Context: an optimization exercise on an open-source flow, tuned for small area. The choices shown serve that exercise and are no tape-out recipe. In this exercise RTL edits were held to simulation tests only and were not proved equivalent to the original. No activity file was given, so power comes from the tool's default toggle rates.

## before
Design dfu_unit, start of the top module:
module dfu_unit (
    input  wire        clk,
    input  wire        rst,           
    input  wire [1:0]  mode,          
    input  wire [20:0] dec_d,         
    input  wire        sync,          
    input  wire        corr_we,
    input  wire [1:0]  corr_m,
    input  wire [15:0] corr_ofs,
    input  wire [15:0] corr_gain,
    input  wire        corr_commit,
    input  wire        in_valid,
    input  wire [11:0] in_code,
    input  wire [1:0]  in_member,
    input  wire [3:0]  in_flags,      
    output wire        o_valid,
    output wire [31:0] o_index,
    output wire [15:0] o_lo,
    output wire [15:0] o_hi,
    output wire [31:0] o_h32,
    output wire [11:0] o_p12,
    output wire [4:0]  o_flags,       
    output reg  [31:0] sat_count
);
    localparam M_SAMPLE = 2'd0, M_PEAK = 2'd1, M_ENV = 2'd2, M_HIRES = 2'd3;
    genvar gi;
    integer i;
    reg [15:0] sh_ofs  [0:3];
    reg [15:0] ef_ofs  [0:3];
    reg [15:0] sh_gain [0:3];
  ...
For scale: ~2300 cells after synthesis, roughly 230 I/O pins.
Settings: LEC_CHECK=0, ABC_AREA=1, CAP_MARGIN=20, CORE_MARGIN=2, CORE_UTILIZATION=55, CTS_CLUSTER_DIAMETER=100, CTS_CLUSTER_SIZE=30, PLACE_DENSITY=0.7, SLEW_MARGIN=20; clock period 14.0 ns.
standard.sh (not shown) runs the stock make flow with config.mk's settings and CLKGATE_MAP_FILE= SYNTH_SCRIPT=/design/flow/synth_recipe.tcl, a recipe that flattens the netlist after the stock synthesis.
==> flow/flow/run.sh <==
#!/bin/bash
# Layout flow: the standard ORFS flow with three changes that keep the design's
# registers exactly as the standard synthesis makes them:
#  - synthesis is the standard one (synth_recipe.tcl, ABC_AREA 1) except that ABC's
#    area script maps with "amap" and leaves buffering and sizing to the placer;
#  - after synthesis, flow/polar.py moves inverters out of the netlist (full adders
#    taken in complemented form, gates swapped for complemented twins);
#  - the buffers that global placement puts on every port are buf_1.
# Each step's output goes to a log file of its own in this folder.
set -euo pipefail
export BUFFER_PORTS_ARGS="-buffer_cell sky130_fd_sc_hd__buf_1"
R=orfs/results/sky130hd/dfu_unit/base
rm -rf scripts_synth
cp -r "$FLOW_HOME/scripts" scripts_synth
printf 'strash\ndch -f\namap\ntopo\nstime -c\n' > scripts_synth/abc_area.script
bash standard.sh SCRIPTS_DIR="$PWD/scripts_synth" synth > flow_synth.log 2>&1
cp "$R/1_2_yosys.v" synth_netlist.v
python3 flow/polar.py synth_netlist.v "$R/1_2_yosys.v" > flow_polar.log 2>&1
rm -f "$R/1_synth.odb" "$R/1_synth.sdc"
bash standard.sh finish > flow_layout.log 2>&1
Other scripts of this flow, unchanged in this note and not shown: flow/flow/polar.py
#### Input delta (after over before)
- a change of CORE_UTILIZATION from 55 to 40
- a change of PLACE_DENSITY from 0.7 to 0.6
- Going from before to after, maximum achievable frequency higher, least setup slack across all paths after layout higher, worst hold slack higher, fraction of the cycle the final worst path needs lower.
- Part of the power in registers was higher in the run labelled after.
- Comparing before and after, the lower via count was measured on after.
- after vs before — number of standard cells in the layout, taps in and fillers out climbed by a little under 10%
- Looking at final total power, after sits below before.
- after vs before — proportion of power drawn by the clock network rose 0.8 points.

---

dfu_unit, a different RTL version from the one above (not shown whole).
Size: about 2500 cells after synthesis, about 440 flip-flops, ~230 I/O pins.
Design dfu_unit, start of the top module:
module dfu_unit (
    input  wire        clk,
    input  wire        rst,           
    input  wire [1:0]  mode,          
    input  wire [20:0] dec_d,         
    input  wire        sync,          
    input  wire        corr_we,
    input  wire [1:0]  corr_m,
    input  wire [15:0] corr_ofs,
    input  wire [15:0] corr_gain,
    input  wire        corr_commit,
    input  wire        in_valid,
    input  wire [11:0] in_code,
    input  wire [1:0]  in_member,
    input  wire [3:0]  in_flags,      
    output wire        o_valid,
    output wire [31:0] o_index,
    output wire [15:0] o_lo,
    output wire [15:0] o_hi,
    output wire [31:0] o_h32,
    output wire [11:0] o_p12,
    output wire [4:0]  o_flags,       
    output reg  [31:0] sat_count
);
    localparam M_SAMPLE = 2'd0, M_PEAK = 2'd1, M_ENV = 2'd2, M_HIRES = 2'd3;
    genvar gi;
    integer i;
    reg [15:0] sh_ofs  [0:3];
    reg [15:0] ef_ofs  [0:3];
    reg [15:0] sh_gain [0:3];
    reg [15:0] ef_gain [0:3];
    reg [3:0]  sh_def, ef_def;
  ...
export LEC_CHECK = 0
export CAP_MARGIN = 20
export CORE_MARGIN = 2
export CORE_UTILIZATION = 40
export PLACE_DENSITY = 0.6
export SLEW_MARGIN = 20
create_clock -name core_clock -period 14.0 [get_ports {clk}]
run.sh (not shown) runs the stock make flow with config.mk's settings and CLKGATE_MAP_FILE= SYNTH_SCRIPT=/design/flow/synth_recipe.tcl, a recipe that flattens the netlist after the stock synthesis.
Stock flow here: none of the scripts above is used.
The baseline completed without violations.
Rerun with:
==> flow/flow/run.sh (new file) <==
#!/bin/bash
# Layout flow: the standard ORFS flow (standard synthesis, floorplan, power grid,
# tap cells, placement, CTS, routing), with the port buffers that global placement
# inserts on every input and output made the smallest buffer cell, buf_1.
set -euo pipefail
export BUFFER_PORTS_ARGS="-buffer_cell sky130_fd_sc_hd__buf_1"
bash standard.sh finish > standard_flow.log 2>&1
==> flow/standard.sh (new file) <==
#!/bin/bash
# synth_recipe.tcl (not shown) runs the flow's synth.tcl, then flattens the netlist and writes it again
# the make line also repeats each setting of config.mk as NAME=value (left out here)
make -C /OpenROAD-flow-scripts/flow DESIGN_CONFIG=/design/flow/config.mk WORK_HOME=/design/flow/orfs CLKGATE_MAP_FILE= SYNTH_SCRIPT=/design/flow/synth_recipe.tcl "${@:-finish}"
- ABC_AREA: not set -> 1
- CTS_CLUSTER_DIAMETER: not set -> 80
- CTS_CLUSTER_SIZE: not set -> 30
removed: flow/run.sh
What happened: Clock skew barely changes. Combinational power rose by about 50%. Maximum frequency rose by 1.7%. Count of clock-buffer cells in the layout fell by 43. First-iteration DRC count rose by 11%. Synthesized cell count rose by about 17%. Non-clock buffer count fell by 62.
Rerun with:
==> flow/run.sh (new file) <==
#!/bin/bash
# synth_recipe.tcl (not shown) runs the flow's synth.tcl, then flattens the netlist and writes it again
# the make line also repeats each setting of config.mk as NAME=value (left out here)
make -C /OpenROAD-flow-scripts/flow DESIGN_CONFIG=/design/flow/config.mk WORK_HOME=/design/flow/orfs CLKGATE_MAP_FILE= SYNTH_SCRIPT=/design/flow/synth_recipe.tcl finish
- ABC_AREA: 1 -> not set
- CORE_UTILIZATION: 40 -> 65
- CTS_BUF_LIST: not set -> sky130_fd_sc_hd__clkbuf_4
- CTS_CLUSTER_DIAMETER: 80 -> not set
- CTS_CLUSTER_SIZE: 30 -> not set
- PLACE_DENSITY: 0.6 -> 0.75
removed: flow/flow/run.sh
removed: flow/standard.sh
After rerunning: The changed run went through all stages and came out clean; total power drops by about 12%; worst hold slack improved by 0.0037 ns; worst setup slack loses 0.31 ns; final cell count is lower by about 14%; die area shrinks by 37%; first-iteration DRC count went down by 4.4%; global-route usage grows by 12 points; non-clock buffer count goes up by 63; area after synthesis rose by about 1.9%.
Rerun with:
==> flow/flow/run.sh (new file) <==
#!/bin/bash
# Layout flow: the standard ORFS flow (standard synthesis, floorplan, power grid,
# tap cells, placement, CTS, routing), with the port buffers that global placement
# inserts on every input and output made the smallest buffer cell, buf_1.
set -euo pipefail
export BUFFER_PORTS_ARGS="-buffer_cell sky130_fd_sc_hd__buf_1"
bash standard.sh finish > standard_flow.log 2>&1
==> flow/standard.sh (new file) <==
#!/bin/bash
# synth_recipe.tcl (not shown) runs the flow's synth.tcl, then flattens the netlist and writes it again
# the make line also repeats each setting of config.mk as NAME=value (left out here)
make -C /OpenROAD-flow-scripts/flow DESIGN_CONFIG=/design/flow/config.mk WORK_HOME=/design/flow/orfs CLKGATE_MAP_FILE= SYNTH_SCRIPT=/design/flow/synth_recipe.tcl "${@:-finish}"
- CORE_UTILIZATION: 65 -> 40
- CTS_BUF_LIST: sky130_fd_sc_hd__clkbuf_4 -> not set
- PLACE_DENSITY: 0.75 -> 0.6
removed: flow/run.sh
After rerunning:
- worst setup slack gets better by 0.15 ns
- first-iteration DRC count falls by about 25%
- area after synthesis is unchanged
- synthesized cell count stays the same
- power grows by about 2%
- wire length went up by 1.1%
- sequential share of layout area rose by 1.4 points
- final cell count grows by about 5.5%

---

Setup of P:
dfu_unit, a different RTL version from the one above (not shown whole).
Size in the first run: ~230 I/O pins.
clock: 14.0 ns
lec_check: 0
abc_area: 1
cap_margin: 20
core_margin: 2
core_utilization: 40
cts_cluster_diameter: 100
cts_cluster_size: 30
place_density: 0.6
slew_margin: 20
standard.sh (not shown) runs the stock make flow with config.mk's settings and CLKGATE_MAP_FILE= SYNTH_SCRIPT=/design/flow/synth_recipe.tcl, a recipe that flattens the netlist after the stock synthesis.
==> flow/flow/run.sh <==
#!/bin/bash
# Layout flow: the standard ORFS flow with three changes that keep the design's
# registers exactly as the standard synthesis makes them:
#  - synthesis is the standard one (synth_recipe.tcl, ABC_AREA 1) except that ABC's
#    area script maps with "amap" and leaves buffering and sizing to the placer;
#  - after synthesis, flow/polar.py moves inverters out of the netlist (full adders
#    taken in complemented form, gates swapped for complemented twins);
#  - the buffers that global placement puts on every port are buf_1.
# Each step's output goes to a log file of its own in this folder.
set -euo pipefail
export BUFFER_PORTS_ARGS="-buffer_cell sky130_fd_sc_hd__buf_1"
R=orfs/results/sky130hd/dfu_unit/base
rm -rf scripts_synth
cp -r "$FLOW_HOME/scripts" scripts_synth
printf 'strash\ndch -f\namap\ntopo\nstime -c\n' > scripts_synth/abc_area.script
bash standard.sh SCRIPTS_DIR="$PWD/scripts_synth" synth > flow_synth.log 2>&1
cp "$R/1_2_yosys.v" synth_netlist.v
python3 flow/polar.py synth_netlist.v "$R/1_2_yosys.v" > flow_polar.log 2>&1
rm -f "$R/1_synth.odb" "$R/1_synth.sdc"
bash standard.sh finish > flow_layout.log 2>&1
Other scripts of this flow, unchanged in this note and not shown: flow/flow/polar.py
Changes in Q relative to P:
Settings: CTS_CLUSTER_SIZE now 16, was 30; CTS_BUF_LIST now sky130_fd_sc_hd__clkbuf_8, previously not set; CTS_CLUSTER_DIAMETER now 60, was 100.
--- outcome ---
Run comparison: Q capture point of the worst path q_y[11]; P capture point of the worst path q_y[9]. Going from P to Q, maximum clock frequency neither gained nor lost much; post-placement cell area has remained practically unchanged; total length of routed wires did not really move; multi-input gate area in the final layout comparable; number of filler instances in the final layout now sits higher. Summary — required time of the critical path, Q relative to P: higher, by 0.02 ns. Q vs P on met3 demand-to-capacity share in global routing: Q is the higher one.
#### Input delta (R over Q)
Settings: CTS_CLUSTER_SIZE: 16 -> 30; CTS_CLUSTER_DIAMETER: 60 -> 80; CTS_BUF_LIST: sky130_fd_sc_hd__clkbuf_8 -> unset.
==> flow/flow/run.sh <==
#!/bin/bash
# Layout flow: the standard ORFS flow, with two changes that leave the design's
# function and registers as the standard synthesis makes them:
#  - after the standard synthesis, flow/polar.py moves inverters out of the netlist
#    (full adders taken in complemented form, gates swapped for complemented twins);
#  - the buffers that global placement puts on every input and output port are the
#    smallest buffer cell, buf_1.
# Each step's output goes to a log file of its own in this folder.
set -euo pipefail
export BUFFER_PORTS_ARGS="-buffer_cell sky130_fd_sc_hd__buf_1"
R=orfs/results/sky130hd/dfu_unit/base
bash standard.sh synth > flow_synth.log 2>&1
cp "$R/1_2_yosys.v" synth_standard.v
python3 flow/polar.py synth_standard.v "$R/1_2_yosys.v" > flow_polar.log 2>&1
rm -f "$R/1_synth.odb" "$R/1_synth.sdc"
bash standard.sh finish > flow_layout.log 2>&1
Findings:
No stage failed in R, and the final checks on the layout all came back clean.
Q → R: via count fell about 0.55%, minimum setup slack among reg-to-reg paths dropped 0.19 ns, maximum fanout along the worst path went down by 12.
Relative to R, the following input files were edited for S:
==> flow/flow/run.sh <==
#!/bin/bash
# Layout flow: the standard ORFS flow with three changes that keep the design's
# registers exactly as the standard synthesis makes them:
#  - synthesis is the standard one (synth_recipe.tcl, ABC_AREA 1) except that ABC's
#    area script maps with "amap" and leaves buffering and sizing to the placer;
#  - after synthesis, flow/polar.py moves inverters out of the netlist (full adders
#    taken in complemented form, gates swapped for complemented twins);
#  - the buffers that global placement puts on every port are buf_1.
# Each step's output goes to a log file of its own in this folder.
set -euo pipefail
export BUFFER_PORTS_ARGS="-buffer_cell sky130_fd_sc_hd__buf_1"
R=orfs/results/sky130hd/dfu_unit/base
rm -rf scripts_synth
cp -r "$FLOW_HOME/scripts" scripts_synth
printf 'strash\ndch -f\namap\ntopo\nstime -c\n' > scripts_synth/abc_area.script
bash standard.sh SCRIPTS_DIR="$PWD/scripts_synth" synth > flow_synth.log 2>&1
cp "$R/1_2_yosys.v" synth_netlist.v
python3 flow/polar.py synth_netlist.v "$R/1_2_yosys.v" > flow_polar.log 2>&1
rm -f "$R/1_synth.odb" "$R/1_synth.sdc"
bash standard.sh finish > flow_layout.log 2>&1
[summary]
- S vs. R: share of final layout cell area taken by clock buffers and inverters shrank by 0.34 points, global-route wire length before repair grew by about 1.3%, post-layout minimum cycle time shrank by 0.23 ns.

---

RTL: one of the versions met above, not the one the previous note started from.
Size: about 2400 cells after synthesis, roughly 230 I/O pins, ~0.027 sq mm of cells after synthesis.
Settings: LEC_CHECK=0, CAP_MARGIN=20, CORE_MARGIN=2, CORE_UTILIZATION=40, CTS_CLUSTER_DIAMETER=80, CTS_CLUSTER_SIZE=30, PLACE_DENSITY=0.6, SLEW_MARGIN=20; clock period 14.0 ns.
==> flow/flow/run.sh <==
#!/bin/bash
# Layout flow: the standard ORFS flow, with two changes that leave the design's
# function and registers as the standard synthesis makes them:
#  - after the standard synthesis, flow/polar.py moves inverters out of the netlist
#    (full adders taken in complemented form, gates swapped for complemented twins);
#  - the buffers that global placement puts on every input and output port are the
#    smallest buffer cell, buf_1.
# Each step's output goes to a log file of its own in this folder.
set -euo pipefail
export BUFFER_PORTS_ARGS="-buffer_cell sky130_fd_sc_hd__buf_1"
R=orfs/results/sky130hd/dfu_unit/base
bash standard.sh synth > flow_synth.log 2>&1
cp "$R/1_2_yosys.v" synth_standard.v
python3 flow/polar.py synth_standard.v "$R/1_2_yosys.v" > flow_polar.log 2>&1
rm -f "$R/1_synth.odb" "$R/1_synth.sdc"
bash standard.sh finish > flow_layout.log 2>&1
Other scripts of this flow, unchanged in this note and not shown: flow/flow/polar.py
Edit:
ABC_AREA = 1   (was unset)
What happened: Clock skew goes down by 0.0038 ns. Sequential power stays flat. Non-clock buffer count grows by 16. Design area falls slightly. Routed wire length decreases by a few percent.
Edit:
GPL_TIMING_DRIVEN = 0   (was unset)
After rerunning: Clock-buffer cell count falls by 2. Clock power rises by about 0.8%. Critical path depth falls by 1. Global-route usage rises by 1.3 points. Wire length rises by 6.7%. Cell area rises by 0.93%.

---

dfu_unit again, from the RTL that the note above started with.
==> flow/config.mk <==
export PLATFORM = sky130hd
export DESIGN_NAME = dfu_unit
export DESIGN_NICKNAME = dfu_unit
export VERILOG_FILES = /design/flow/design.v
export SDC_FILE = /design/flow/constraint.sdc
export NUM_CORES = 4
export LEC_CHECK = 0
export CAP_MARGIN = 20
export CORE_MARGIN = 2
export CORE_UTILIZATION = 40
export CTS_CLUSTER_DIAMETER = 80
export CTS_CLUSTER_SIZE = 30
export PLACE_DENSITY = 0.6
export SLEW_MARGIN = 20
==> flow/constraint.sdc <==
create_clock -name core_clock -period 14.0 [get_ports {clk}]
set_input_delay 2.8000 -clock core_clock [delete_from_list [all_inputs] [get_ports {clk}]]
set_output_delay 2.8000 -clock core_clock [all_outputs]
set_load 0.01 [all_outputs]
==> flow/flow/run.sh <==
#!/bin/bash
# Layout flow: the standard ORFS flow (standard synthesis, floorplan, power grid,
# tap cells, placement, CTS, routing), with the port buffers that global placement
# inserts on every input and output made the smallest buffer cell, buf_1.
set -euo pipefail
export BUFFER_PORTS_ARGS="-buffer_cell sky130_fd_sc_hd__buf_1"
bash standard.sh finish > standard_flow.log 2>&1
The first run completed with no timing, DRC or antenna violations.
Change:
Settings changed: CTS_CLUSTER_DIAMETER 80 to 60, CTS_CLUSTER_SIZE 30 to 40.
The new run ran to the end with no violations.
Clock power went up by 35%.
Utilization went up by 0.63 points.
Critical path depth is unchanged.
Register-to-register slack gets worse by 0.15 ns.
Total power increases by 6.5%.

## what the ideal ports hide
The flow's constraints put no driver on any port. The routed layouts listed below were extracted and timed again, unchanged, in two steps.
Step 1 sets driving cells, clkbuf_16 on the clock port and buf_2 on the other inputs (assumed; they add their load-dependent delay and slew).
Step 2, shift: input delay + t, output delay - t, t = (earliest + latest rising clock arrival at the registers) / 2. This alone moves slack from input paths to output paths.
Slacks: no drivers / after step 1 / after step 2; pairs: no drivers / after step 1.
run | t, ns | slack for setup (ns) | worst setup path at the end | worst data-port slew with drivers (ns)
before | 0.624 | 0.838 / 0.838 / 0.838 | register to register | 0.07
after | 0.653 | 0.961 / 0.961 / 0.961 | register to register | 0.10
the first run of note 2 | 0.643 | 0.439 / 0.414 / 0.414 | input to output | 0.08
the second run of note 2 | 0.639 | 0.665 / 0.644 / 0.644 | input to output | 0.09
the third run of note 2 | 0.910 | 0.359 / 0.334 / 0.334 | input to output | 0.10
the fourth run of note 2 | 0.652 | 0.508 / 0.487 / 0.487 | input to output | 0.08
P | 0.626 | 0.786 / 0.786 / 0.786 | register to register | 0.08
Q | 0.679 | 0.764 / 0.764 / 0.764 | register to register | 0.07
R | 0.651 | 0.575 / 0.575 / 0.575 | register to register | 0.05
S | 0.645 | 0.801 / 0.801 / 0.801 | register to register | 0.08
the first run of note 4 | 0.651 | 0.510 / 0.490 / 0.490 | input to output | 0.10
the second run of note 4 | 0.647 | 0.602 / 0.579 / 0.579 | input to output | 0.06
the third run of note 4 | 0.637 | 0.417 / 0.384 / 0.384 | input to output | 0.08
the first run of note 5 | 0.635 | 0.507 / 0.486 / 0.486 | input to output | 0.08
the second run of note 5 | 0.631 | 0.520 / 0.499 / 0.499 | input to output | 0.09
After both steps setup and hold are still met in every run listed. For the third run of note 4, which loses most, drivers alone change the setup slack by -0.033 ns; drivers and shift together by -0.033 ns.
